Source: an optimization exercise on an open RTL-to-GDS flow (aim: small area and a short achievable clock period). Production flows keep margins and buffers that such runs may drop.
Only simulation tests tie the RTL to the original design; equivalence was not proved.

Design cerxa_core, start of the top module:
module cerxa_core (
    input  wire        clk,
    input  wire        rst,
    output wire [15:0] imem_addr,
    output wire        imem_en,
    input  wire [23:0] imem_rdata,
    output wire        dmem_re,
    output wire        dmem_we,
    output wire [17:0] dmem_addr,
    output wire [7:0]  dmem_wdata,
    input  wire [7:0]  dmem_rdata,
    output wire        io_re,
    output wire        io_we,
    output wire [15:0] io_addr,
    output wire [7:0]  io_wdata,
    input  wire [7:0]  io_rdata
);
export LEC_CHECK = 0
export ABC_AREA = 1
export CAP_MARGIN = 20
export CORE_MARGIN = 2
export CORE_UTILIZATION = 50
export CTS_BUF_LIST = sky130_fd_sc_hd__clkbuf_8
export PLACE_DENSITY = 0.62
export SLEW_MARGIN = 20
create_clock -name core_clock -period 14.0 [get_ports {clk}]
standard.sh (not shown) runs the stock make flow with config.mk's settings and CLKGATE_MAP_FILE= SYNTH_SCRIPT=/design/flow/synth_recipe.tcl, a recipe that flattens the netlist after the stock synthesis.
==> flow/flow/run.sh <==
#!/bin/bash
set -euo pipefail
bash standard.sh BUFFER_PORTS_ARGS="-buffer_cell sky130_fd_sc_hd__buf_2" SETUP_SLACK_MARGIN=8 finish > standard_flow.log 2>&1
Then changed:
--- a/flow/config.mk
+++ b/flow/config.mk
@@ -12,2 +12,4 @@
 export CTS_BUF_LIST = sky130_fd_sc_hd__clkbuf_8
+export CTS_CLUSTER_DIAMETER = 80
+export CTS_CLUSTER_SIZE = 12
 export PLACE_DENSITY = 0.62
Hold slack improved by 3.0 ps.
Flip-flop and latch count stays the same.
Final cell count came out lower by about 1.2%.
Via count falls by about 0.4%.

cerxa_core again, from the RTL that the note above started with.
==> flow/config.mk <==
export PLATFORM = sky130hd
export DESIGN_NAME = cerxa_core
export DESIGN_NICKNAME = cerxa_core
export VERILOG_FILES = /design/flow/design.v
export SDC_FILE = /design/flow/constraint.sdc
export NUM_CORES = 4
export LEC_CHECK = 0
export ABC_AREA = 1
export CAP_MARGIN = 20
export CORE_MARGIN = 2
export CORE_UTILIZATION = 50
export CTS_BUF_LIST = sky130_fd_sc_hd__clkbuf_8
export PLACE_DENSITY = 0.62
export SLEW_MARGIN = 20
==> flow/constraint.sdc <==
create_clock -name core_clock -period 14.0 [get_ports {clk}]
set_input_delay 2.8000 -clock core_clock [delete_from_list [all_inputs] [get_ports {clk}]]
set_output_delay 2.8000 -clock core_clock [all_outputs]
set_load 0.01 [all_outputs]
==> flow/flow/run.sh <==
#!/bin/bash
set -euo pipefail
bash standard.sh BUFFER_PORTS_ARGS="-buffer_cell sky130_fd_sc_hd__buf_2" SETUP_SLACK_MARGIN=7.7 finish > standard_flow.log 2>&1
Change:
CTS_CLUSTER_DIAMETER = 80   (was unset)
CTS_CLUSTER_SIZE = 12   (was unset)
Outcome: Wire length shrinks slightly. Hold slack is worse by 0.0057 ns. Design area shrinks by a few percent. Final cell count shrinks slightly. Die area stays the same. Clock skew shrinks by 0.0039 ns. Via count shrinks slightly. Register-to-register slack is better by 0.02 ns. Global-route usage shrinks by 0.38 points.
Change:
==> flow/flow/run.sh (replaced) <==
#!/bin/bash
set -euo pipefail
bash standard.sh BUFFER_PORTS_ARGS="-buffer_cell sky130_fd_sc_hd__buf_2" SETUP_SLACK_MARGIN=7 finish > standard_flow.log 2>&1
CTS_CLUSTER_DIAMETER = unset   (was 80)
CTS_CLUSTER_SIZE = unset   (was 12)
=>
- The changed run ran to the end with no violations
- synthesized area stays the same
- global-route usage is lower by 0.45 points
- register-to-register slack loses 0.71 ns
- design area goes up by 0.43%
- non-clock buffer count shrinks by 14
- via count increases by 0.84%
- clock skew goes down by 0.025 ns
- cell count rose by 0.85%
Change:
==> flow/flow/run.sh (replaced) <==
#!/bin/bash
set -euo pipefail
bash standard.sh BUFFER_PORTS_ARGS="-buffer_cell sky130_fd_sc_hd__buf_2" SETUP_SLACK_MARGIN=8.3 finish > standard_flow.log 2>&1
CTS_CLUSTER_DIAMETER = 80   (was unset)
CTS_CLUSTER_SIZE = 12   (was unset)
Result: The changed run completed without violations. Worst setup slack gets better by 0.64 ns. Sequential share of layout area decreases by 1.6 points. Final cell count increases by about 1.3%. Routed wire length increases by about 3.4%. Critical path depth decreases by 9. Register-to-register slack gets better by 0.78 ns. Worst hold slack gets better by 0.026 ns. Cell area increases by about 6%.
Change:
==> flow/flow/run.sh (replaced) <==
#!/bin/bash
set -euo pipefail
bash standard.sh BUFFER_PORTS_ARGS="-buffer_cell sky130_fd_sc_hd__buf_2" SETUP_SLACK_MARGIN=7.5 finish > standard_flow.log 2>&1
CTS_CLUSTER_DIAMETER = unset   (was 80)
CTS_CLUSTER_SIZE = unset   (was 12)
After rerunning: Setup slack loses 0.33 ns. Design area went down by 4.6%. Global-route usage went down by 1.3 points.

afterwards: timing with drivers on the ports:
The flow's constraints put no driver on any port. The routed layouts listed below were extracted and timed again, unchanged, in two steps. Step 1: set_driving_cell puts a clkbuf_16 on clk and a buf_2 on each other input, an assumption about the parent block. Step 2 adds t to the input delays and takes it off the output delays; t is the mean of the earliest and latest rising clock arrival at the registers after step 1. Input paths then give back, and output paths get back, about the clock's delay inside the block. a / b / c = ideal / step 1 / step 2; a / b = the first two.
run | t, ns | setup slack, ns | hold slack, ns | latest minus earliest clock arrival (ns) | cell pins on the clock port's net
the first run of note 1 | 0.724 | 7.979 / 7.917 / 7.947 | 0.363 / 0.363 / 0.363 | 0.065 / 0.065 | 1
the second run of note 1 | 0.706 | 7.985 / 7.920 / 7.952 | 0.366 / 0.366 / 0.366 | 0.066 / 0.066 | 1
the first run of note 2 | 0.747 | 7.739 / 7.676 / 7.676 | 0.365 / 0.365 / 0.365 | 0.070 / 0.070 | 1
the second run of note 2 | 0.694 | 7.707 / 7.645 / 7.645 | 0.360 / 0.360 / 0.360 | 0.067 / 0.067 | 1
the third run of note 2 | 0.762 | 7.300 / 7.238 / 7.342 | 0.355 / 0.355 / 0.355 | 0.045 / 0.045 | 1
the fourth run of note 2 | 0.709 | 7.945 / 7.811 / 7.811 | 0.381 / 0.381 / 0.381 | 0.077 / 0.077 | 1
the fifth run of note 2 | 0.711 | 7.613 / 7.613 / 7.613 | 0.373 / 0.373 / 0.373 | 0.048 / 0.048 | 1
After both steps setup and hold are still met in every run listed. For the fourth run of note 2, which loses most, drivers alone change the setup slack by -0.134 ns; drivers and shift together by -0.134 ns.
